Background: an optimization exercise with open tools, aiming at small area, a short achievable clock period and few clock cycles. Do not read the settings as production practice.
Function was checked by simulation only, so behaviour that the tests miss may differ from the original.
Power is estimated from default activity; no workload was simulated.

// fondant_enc
module fondant_enc (
    input  wire        clk,
    input  wire        rst,
    input  wire        cfg_commit,
    input  wire [2:0]  cfg_mode,
    input  wire [4:0]  cfg_k,
    input  wire [4:0]  cfg_kmin,
    input  wire [4:0]  cfg_kmax,
    input  wire [11:0] cfg_target,
    input  wire        start,
    output wire        start_ready,
    input  wire [4:0]  s_depth,
    input  wire [1:0]  s_plane,
    input  wire [3:0]  s_rows_m1,
    input  wire [5:0]  s_cols_m1,
    input  wire        pix_valid,
    output wire        pix_ready,
    input  wire [15:0] pix_data,
    output reg         word_valid,
    output reg  [31:0] word_data,
    output reg         done,
    output wire [63:0] done_hdr,
    output wire [15:0] done_code
);
Size in the first run: roughly 180 I/O pins.
clock: 36.0 ns
lec_check: 0
abc_area: 1
cap_margin: 20
core_margin: 2
core_utilization: 65
place_density: 0.8
slew_margin: 20
standard.sh (not shown) runs the stock make flow with config.mk's settings and CLKGATE_MAP_FILE= SYNTH_SCRIPT=/design/flow/synth_recipe.tcl, a recipe that flattens the netlist after the stock synthesis.
==> flow/flow/run.sh <==
#!/bin/bash
# Standard ORFS layout (the standard.sh, same synthesis script and
# registers) with these changes, all passed as ORFS variables:
#  - synthesis: no separate full/half-adder mapping, and ABC maps for area
#    with amap (flow/abc_area.script, used through a copy of ORFS's scripts
#    folder in which only that file differs)
#  - ports buffered with buf_2 instead of the default delay buffer
#  - clock tree: larger sink clusters, no dummy loads
#  - timing repair asked to leave 27.6 ns of setup slack (the SDC is unchanged)
set -e
rm -rf scripts_amap
cp -r "$FLOW_HOME/scripts" scripts_amap
cp flow/abc_area.script scripts_amap/abc_area.script
export SCRIPTS_DIR="$PWD/scripts_amap"
export ADDER_MAP_FILE=
export BUFFER_PORTS_ARGS="-buffer_cell sky130_fd_sc_hd__buf_2"
export CTS_ARGS="-sink_clustering_enable -repair_clock_nets -dont_use_dummy_load -sink_clustering_size 24 -sink_clustering_max_diameter 80"
export SETUP_SLACK_MARGIN=27.6
bash standard.sh > standard.log 2>&1
==> flow/flow/abc_area.script <==
strash
dch
amap
topo
The baseline ran to the end with no violations.
Testbench counts at the start, summed over its fixed seeds: cycles 330,304.
==> next run, changes <==
==> flow/flow/abc_area.script (replaced) <==
strash
dch
amap
topo
stime -c
buffer -c
upsize -c
dnsize -c
The changed run went through all stages and came out clean. Clock-buffer cell count came out higher by 1. Sequential power hardly moves. Utilization came out lower by 1.2 points. Wire length came out higher by about 4%. Cell count came out higher by about 0.5%. Cell area barely changes.

========
Setup of red:
Starting RTL as in the previous note.
==> flow/config.mk <==
export PLATFORM = sky130hd
export DESIGN_NAME = fondant_enc
export DESIGN_NICKNAME = fondant_enc
export VERILOG_FILES = /design/flow/design.v
export SDC_FILE = /design/flow/constraint.sdc
export NUM_CORES = 4
export LEC_CHECK = 0
export ABC_AREA = 1
export CAP_MARGIN = 20
export CORE_MARGIN = 2
export CORE_UTILIZATION = 60
export PLACE_DENSITY = 0.75
export SLEW_MARGIN = 20
==> flow/constraint.sdc <==
create_clock -name core_clock -period 36.0 [get_ports {clk}]
set_input_delay 7.2000 -clock core_clock [delete_from_list [all_inputs] [get_ports {clk}]]
set_output_delay 7.2000 -clock core_clock [all_outputs]
set_load 0.01 [all_outputs]
==> flow/flow/abc_area.script <==
strash
dch
amap
topo
stime -c
buffer -c
upsize -c
dnsize -c
Scripts as last shown in full above: flow/flow/run.sh
Testbench counts of red, summed over its fixed seeds: cycles 330,304.
Inputs modified between red and blue:
==> flow/flow/run.sh <==
#!/bin/bash
# Standard ORFS layout (the standard.sh, same synthesis script and
# registers) with these changes, all passed as ORFS variables:
#  - synthesis: no separate full/half-adder mapping (ABC maps the adders)
#  - ports buffered with buf_2 instead of the default delay buffer
#  - clock tree: larger sink clusters, no dummy loads
#  - timing repair asked to leave 27.6 ns of setup slack (the SDC is unchanged)
export ADDER_MAP_FILE=
export BUFFER_PORTS_ARGS="-buffer_cell sky130_fd_sc_hd__buf_2"
export CTS_ARGS="-sink_clustering_enable -repair_clock_nets -dont_use_dummy_load -sink_clustering_size 24 -sink_clustering_max_diameter 80"
export SETUP_SLACK_MARGIN=27.6
bash standard.sh > standard.log 2>&1
--- a/flow/config.mk
+++ b/flow/config.mk
@@ -9,5 +9,5 @@
 export CAP_MARGIN = 20
 export CORE_MARGIN = 2
-export CORE_UTILIZATION = 60
-export PLACE_DENSITY = 0.75
+export CORE_UTILIZATION = 65
+export PLACE_DENSITY = 0.8
 export SLEW_MARGIN = 20
removed: flow/flow/abc_area.script
Notes after the runs:
- Every run in the comparison, red and blue, completed the flow with a clean layout.
- Diff red -> blue: post-route clock period utilization shows no meaningful change; mean number of vias per cell shows a reduction of 3.2%; global-route track usage on met3 shows an increase of 0.60 points.
- Higher core utilization among red and blue: blue
- NOTE total design power red->blue increased by a little under 10%
- Delta (blue minus red): slack of the worst reg-to-reg path has increased, highest fanout seen on the critical path has decreased, fraction of power consumed by combinational cells has increased.
- Fraction of power spent switching nets, red and blue: lower on red

-- port drivers added, routing unchanged --
The flow's constraints put no driver on any port. The routed layouts listed below were extracted and timed again, unchanged, in two steps.
Step 1 assumes that a clkbuf_16 drives the clock port and a buf_2 every other input.
Step 2 also shifts input and output timing later by t, the mid clock arrival at the registers, as if the neighbouring blocks saw the same clock.
Three values: ideal ports, drivers, drivers and shift; two values: the first two.
| run | t, ns | setup WS [ns] | hold WS [ns] |
|---|---|---|---|
| the first run of note 1 | 0.719 | 27.640 / 27.564 / 27.207 | 0.319 / 0.319 / 0.319 |
| the second run of note 1 | 0.698 | 27.644 / 27.578 / 27.394 | 0.327 / 0.327 / 0.327 |
| red | 0.710 | 27.643 / 27.572 / 27.522 | 0.327 / 0.327 / 0.327 |
| blue | 0.728 | 27.643 / 27.565 / 27.500 | 0.332 / 0.332 / 0.332 |
After both steps every run listed still meets setup and hold. For the first run of note 1, which loses most, drivers alone change the setup slack by -0.076 ns; drivers and shift together by -0.433 ns.
